What follows belongs to an exercise in optimizing a design on an open flow for small area; a production flow would make more cautious choices.
Only simulation tests tie the RTL to the original design; equivalence was not proved.
No activity file was given, so power comes from the tool's default toggle rates.

Design sd_input, start of the top module:
module sd_input (
    input  wire        clk,
    input  wire        rst,
    input  wire        en,
    input  wire        cmp_en,
    input  wire [8:0]  ctl_osr,
    input  wire [5:0]  prot_osr,
    input  wire [7:0]  cmp_cnt,
    input  wire [15:0] thr_hi,
    input  wire [15:0] thr_lo,
    input  wire [14:0] hys,
    input  wire        smp,
    input  wire        d,
    output reg  [23:0] ctl_res,
    output reg  [23:0] prot_res,
    output reg         cmp,
    output reg         stuck,
    output wire        invalid
);
    wire [8:0] ctl_r  = (ctl_osr < 9'd64)   ? 9'd64  :
                        (ctl_osr > 9'd256)  ? 9'd256 : ctl_osr;
    wire [5:0] prot_r = (prot_osr < 6'd16)  ? 6'd16  :
                        (prot_osr > 6'd32)  ? 6'd32  : prot_osr;
    wire [7:0] cnt    = (cmp_cnt == 8'd0) ? 8'd1 : cmp_cnt;
    reg  en_q;
    wire clr   = en & ~en_q;             
    wire edge0 = smp & en & en_q;
    reg        v1, v2;
    always @(posedge clk) begin
        if (rst) begin
            en_q <= 1'b0;
            v1   <= 1'b0;
            v2   <= 1'b0;
        end else begin
            en_q <= en;
            v1   <= edge0;
            v2   <= v1;
        end
    end
  ...
For scale: roughly 5100 cells after synthesis, ~1000 flip-flops, ~130 I/O pins, about 54000 µm² of cells after synthesis.
clock: 180.0 ns
lec_check: 0
abc_area: 1
cap_margin: 20
core_margin: 2
core_utilization: 50
cts_cluster_diameter: 120
cts_cluster_size: 20
place_density: 0.65
slew_margin: 20
synth_memory_max_bits: 100000
standard.sh (not shown) runs the stock make flow with config.mk's settings and CLKGATE_MAP_FILE= SYNTH_SCRIPT=/design/flow/synth_recipe.tcl, a recipe that flattens the netlist after the stock synthesis.
==> flow/flow/run.sh <==
#!/bin/bash
# The standard layout (standard.sh), with two changes to what it places:
# the port buffers are the smallest buffer cell, and clock tree synthesis
# adds no dummy loads. Each tool's output goes to standard.log and the
# ORFS logs under orfs/logs.
set -euo pipefail
export BUFFER_PORTS_ARGS="-buffer_cell sky130_fd_sc_hd__buf_1"
export CTS_ARGS="-sink_clustering_enable -repair_clock_nets -sink_clustering_size 12 -sink_clustering_max_diameter 100 -buf_list sky130_fd_sc_hd__clkbuf_8 -dont_use_dummy_load"
bash standard.sh > standard.log 2>&1
The starting point finished clean.
==> next run, changes <==
==> flow/run.sh (new file) <==
#!/bin/bash
# synth_recipe.tcl (not shown) runs the flow's synth.tcl, then flattens the netlist and writes it again
# the make line also repeats each setting of config.mk as NAME=value (left out here)
make -C /OpenROAD-flow-scripts/flow DESIGN_CONFIG=/design/flow/config.mk WORK_HOME=/design/flow/orfs CLKGATE_MAP_FILE= SYNTH_SCRIPT=/design/flow/synth_recipe.tcl finish
removed: flow/flow/run.sh
removed: flow/standard.sh
Design area increases by 1.8%.
Utilization is higher by 0.99 points.
Via count barely changes.
Die area stays the same.
Clock skew came out lower by 0.035 ns.

========
Another version of the RTL of sd_input (not shown whole).
For scale: about 1100 flip-flops, ~130 I/O pins.
clock: 180.0 ns
lec_check: 0
abc_area: 1
cap_margin: 20
core_margin: 2
core_utilization: 50
cts_cluster_diameter: 150
cts_cluster_size: 24
place_density: 0.65
slew_margin: 20
synth_memory_max_bits: 100000
run.sh (not shown) runs the stock make flow with config.mk's settings and CLKGATE_MAP_FILE= SYNTH_SCRIPT=/design/flow/synth_recipe.tcl, a recipe that flattens the netlist after the stock synthesis.
Stock flow here: none of the scripts above is used.
The starting point produced a clean layout.
Change:
CTS_CLUSTER_DIAMETER = unset   (was 150)
CTS_CLUSTER_SIZE = unset   (was 24)
After rerunning: The changed run produced a clean layout. Critical path depth is unchanged. Cell area is higher by 3.5%. Flip-flop and latch count does not change. Cell count climbs by 1.9%. Utilization increases by 1.9 points. Maximum frequency stays flat. Total power grows by 9.0%. Register-to-register slack got worse by 0.09 ns. Via count grows by 1.1%. Clock-buffer cell count grows by 60.

========
sd_input again, from the RTL that the note above started with.
export LEC_CHECK = 0
export ABC_AREA = 1
export CAP_MARGIN = 20
export CORE_MARGIN = 2
export CORE_UTILIZATION = 50
export CTS_BUF_LIST = sky130_fd_sc_hd__clkbuf_4 sky130_fd_sc_hd__clkbuf_8
export PLACE_DENSITY = 0.65
export SLEW_MARGIN = 20
export SYNTH_MEMORY_MAX_BITS = 100000
create_clock -name core_clock -period 180.0 [get_ports {clk}]
Rerun with:
Settings changed: CTS_BUF_LIST sky130_fd_sc_hd__clkbuf_4 sky130_fd_sc_hd__clkbuf_8 to unset, CTS_CLUSTER_DIAMETER set to 100, CTS_CLUSTER_SIZE set to 30.
The new run finished clean.
Power decreases by 7.3%.
Cell area drops by 3.3%.
Combinational power stays flat.

-- static timing again, ports no longer ideal --
Ports are ideal in the flow. The routed layouts listed here were re-timed in OpenROAD.
Step 1: set_driving_cell puts a clkbuf_16 on clk and a buf_2 on each other input, an assumption about the parent block.
Step 2 adds t to the input delays and takes it off the output delays; t is the mean of the earliest and latest rising clock arrival at the registers after step 1. Input paths then give back, and output paths get back, about the clock's delay inside the block.
Slacks: ideal / step 1 / step 2; pairs: ideal / step 1.
run | t, ns | setup slack, ns | clock arrival spread, ns | worst slew at a driven data input, ns
the first run of note 1 | 0.793 | 95.501 / 95.501 / 94.707 | 0.113 / 0.113 | 0.07
the second run of note 1 | 0.758 | 94.709 / 94.754 / 93.996 | 0.071 / 0.071 | 0.10
the first run of note 2 | 0.734 | 94.406 / 94.454 / 93.720 | 0.041 / 0.040 | 0.08
the second run of note 2 | 0.767 | 94.306 / 94.356 / 93.589 | 0.062 / 0.062 | 0.07
the first run of note 3 | 0.928 | 94.500 / 94.550 / 93.622 | 0.067 / 0.067 | 0.07
the second run of note 3 | 0.736 | 94.401 / 94.451 / 93.714 | 0.058 / 0.059 | 0.08
After both steps every run listed still meets setup and hold. The setup slack of the first run of note 3, which loses most, moves by +0.050 ns with the drivers and by -0.878 ns with both steps.
